Background: an optimization exercise with open tools, aiming at small area, a short achievable clock period and few clock cycles per item. Do not read the settings as production practice. Only simulation tests tie the RTL to the original design; equivalence was not proved.

Design rs_line_decoder, start of the top module:
module rs_line_decoder (
    input  wire         clk,
    input  wire         rst,
    input  wire         in_valid,
    output wire         in_ready,
    input  wire [639:0] in_line,
    input  wire [36:0]  in_addr,
    output wire         out_valid,
    output wire [575:0] out_words,
    output wire         out_poison,
    output wire [2:0]   out_nerr
);
Size: ~1,300 I/O pins.
Settings: LEC_CHECK=0, CAP_MARGIN=60, CORE_MARGIN=2, CORE_UTILIZATION=30, GPL_TIMING_DRIVEN=1, PLACE_DENSITY=0.4, SETUP_SLACK_MARGIN=3, SLEW_MARGIN=60; clock period 9.0 ns.
run.sh (not shown) runs the stock make flow with config.mk's settings and CLKGATE_MAP_FILE= SYNTH_SCRIPT=/design/flow/synth_recipe.tcl, a recipe that flattens the netlist after the stock synthesis.
Testbench counts at the start, summed over its fixed seeds: cycles 22,584, lines 1,920.
Rerun with:
--- a/flow/design.v
+++ b/flow/design.v
@@ -446,13 +446,12 @@
             assign Ssrc[gj] = bm_take_d ? S_nx[gj] : S[gj];
         end
     endgenerate
     reg  syn_zero;               
     wire src_zero = ((Ssrc[0] | Ssrc[1] | Ssrc[2] | Ssrc[3] | Ssrc[4] | Ssrc[5] | Ssrc[6] | Ssrc[7]) == 8'h00);
     wire s0_nz = (Ssrc[0] != 8'h00);
-    wire s1_nz = (Ssrc[1] != 8'h00);
     reg  bhand;                  
     wire bm_has  = ((bst == B_OM) && !bhand) || ((bst == B_IT) && syn_zero) || (bst == B_DONE);
     assign bm_idle = (bst == B_IDLE) ||
                      ((bst == B_OM) && bom2 && (bhand || c_take)) ||
                      (((bst == B_DONE) || ((bst == B_IT) && syn_zero)) && c_take);
     always @(posedge clk) begin
@@ -481,30 +480,24 @@
                 default: bst <= B_IDLE;
             endcase
         end
         if (accept) bm_pre <= 1'b0;
         if (bm_take) begin
             bm_pre <= (rd_cnt == C_DONE) && !accept;
-            for (j = 0; j < 8; j = j + 1) SR[j] <= Ssrc[(j + 2) % 8];
-            H[0] <= Ssrc[1];
-            H[1] <= Ssrc[0];
-            H[2] <= 8'h00;
-            H[3] <= 8'h00;
-            lam[0] <= s0_nz ? Ssrc[0] : 8'h01;
-            lam[1] <= s0_nz ? Ssrc[1] : 8'h00;
-            lam[2] <= s0_nz ? 8'h00 : Ssrc[1];
-            lam[3] <= 8'h00;
-            lam[4] <= 8'h00;
-            bp[0] <= (!s0_nz && s1_nz) ? 8'h01 : 8'h00;
-            bp[1] <= s0_nz ? 8'h01 : 8'h00;
-            bp[2] <= (!s0_nz && !s1_nz) ? 8'h01 : 8'h00;
-            bp[3] <= 8'h00;
-            bp[4] <= 8'h00;
-            gam   <= s0_nz ? Ssrc[0] : (s1_nz ? Ssrc[1] : 8'h01);
-            blen  <= s0_nz ? 4'd1 : (s1_nz ? 4'd2 : 4'd0);
-            bstep <= 3'd2;
+            for (j = 0; j < 8; j = j + 1) SR[j] <= Ssrc[(j + 1) % 8];
+            H[0] <= Ssrc[0];
+            for (j = 1; j < 4; j = j + 1) H[j] <= 8'h00;
+            lam[0] <= 8'h01;
+            lam[1] <= Ssrc[0];
+            for (j = 2; j < 5; j = j + 1) lam[j] <= 8'h00;
+            bp[0] <= s0_nz ? 8'h01 : 8'h00;
+            bp[1] <= s0_nz ? 8'h00 : 8'h01;
+            for (j = 2; j < 5; j = j + 1) bp[j] <= 8'h00;
+            gam   <= s0_nz ? Ssrc[0] : 8'h01;
+            blen  <= {3'd0, s0_nz};
+            bstep <= 3'd1;
             bom2  <= 1'b0;
             syn_zero <= src_zero;
         end else if (bst == B_IT) begin
             for (j = 0; j < 5; j = j + 1) lam[j] <= lam_nx[j];
             if (delta != 8'h00 && {blen, 1'b0} <= {2'b00, bstep}) begin
                 for (j = 0; j < 5; j = j + 1) bp[j] <= lam[j];
- worst setup slack is better by 93 ps
- cell area decreases by 0.67%
- sequential share of layout area decreases by 0.16 points
- critical path depth drops by 1
- worst hold slack loses 31 ps
Testbench counts after the change, summed over its fixed seeds: cycles 22,984, lines 1,920.

--- another note on this design; it stands on its own ---

// rs_line_decoder
module rs_line_decoder (
    input  wire         clk,
    input  wire         rst,
    input  wire         in_valid,
    output wire         in_ready,
    input  wire [639:0] in_line,
    input  wire [36:0]  in_addr,
    output wire         out_valid,
    output wire [575:0] out_words,
    output wire         out_poison,
    output wire [2:0]   out_nerr
);
    function automatic [7:0] xt(input [7:0] a);
        xt = {a[6:0], 1'b0} ^ (a[7] ? 8'h1d : 8'h00);
    endfunction
    function automatic [7:0] gf_mul(input [7:0] a, input [7:0] b);
        integer i;
        reg [7:0] p;
        reg [7:0] aa;
        begin
            p  = 8'h00;
            aa = a;
            for (i = 0; i < 8; i = i + 1) begin
                if (b[i]) p = p ^ aa;
                aa = xt(aa);
            end
            gf_mul = p;
        end
    endfunction
    function automatic [7:0] apow(input integer e);
        integer i, ee;
        reg [7:0] p;
        begin
            ee = e % 255;
            if (ee < 0) ee = ee + 255;
            p = 8'h01;
            for (i = 0; i < 255; i = i + 1)
                if (i < ee) p = xt(p);
            apow = p;
        end
    endfunction
    function automatic [7:0] gf_inv(input [7:0] a);
        begin
            case (a)
      8'h00: gf_inv = 8'h00;
      8'h01: gf_inv = 8'h01;
      8'h02: gf_inv = 8'h8e;
      8'h03: gf_inv = 8'hf4;
      8'h04: gf_inv = 8'h47;
  ...
Size: ~12000 cells after synthesis, about 1300 flip-flops, about 1300 I/O pins, ~0.10 mm² of cells after synthesis.
export LEC_CHECK = 0
export CAP_MARGIN = 60
export CORE_MARGIN = 2
export CORE_UTILIZATION = 30
export GPL_TIMING_DRIVEN = 1
export PLACE_DENSITY = 0.4
export SETUP_SLACK_MARGIN = 4
export SLEW_MARGIN = 60
create_clock -name core_clock -period 9.0 [get_ports {clk}]
run.sh (not shown) runs the stock make flow with config.mk's settings and CLKGATE_MAP_FILE= SYNTH_SCRIPT=/design/flow/synth_recipe.tcl, a recipe that flattens the netlist after the stock synthesis.
The starting point finished with timing, DRC and antenna clean.
Testbench counts at the start, summed over its fixed seeds: cycles 22,584, lines 1,920.
==> next run, changes <==
Settings changed: SETUP_SLACK_MARGIN 4 to 4.5.
The changed run produced a clean layout.
Wire length is lower by about 0.44%.
Count of clock-buffer cells in the layout went up by 24.
Sequential share of layout area drops by 0.88 points.
Worst setup slack improves by 240 ps.
Worst hold slack gets worse by 13 ps.
Cell count is higher by 1.7%.
Core utilization increases by 1.7 points.
Area after synthesis is unchanged.
Die area is unchanged.

static timing again, ports no longer ideal:
No port has a modelled driver above. Below, the same layouts with a new extraction and two added sets of constraints. Step 1 (the two cells are an assumption about what drives the block):
set clk [get_ports {clk}]
set_driving_cell -lib_cell sky130_fd_sc_hd__clkbuf_16 $clk
set_driving_cell -lib_cell sky130_fd_sc_hd__buf_2 [delete_from_list [all_inputs] $clk]
Step 2 adds t to the input delays and takes it off the output delays; t is the mean of the earliest and latest rising clock arrival at the registers after step 1. Input paths then give back, and output paths get back, about the clock's delay inside the block. Three values: ideal, step 1, step 2; two values: the first two.
run	shift t [ns]	setup slack, ns	hold slack, ns	worst register clock-pin slew, ns
the first run of note 1	1.106	3.071 / 3.071 / 2.714	0.357 / 0.357 / 0.357	0.07 / 0.07
the second run of note 1	1.038	3.164 / 3.164 / 3.089	0.326 / 0.326 / 0.326	0.08 / 0.08
the first run of note 2	1.051	3.857 / 3.857 / 3.278	0.341 / 0.341 / 0.341	0.09 / 0.09
the second run of note 2	1.054	4.101 / 4.101 / 3.922	0.328 / 0.328 / 0.328	0.08 / 0.08
After both steps every run listed still meets setup and hold. For the first run of note 2, which loses most, drivers alone change the setup slack by 0.000 ns; drivers and shift together by -0.579 ns.
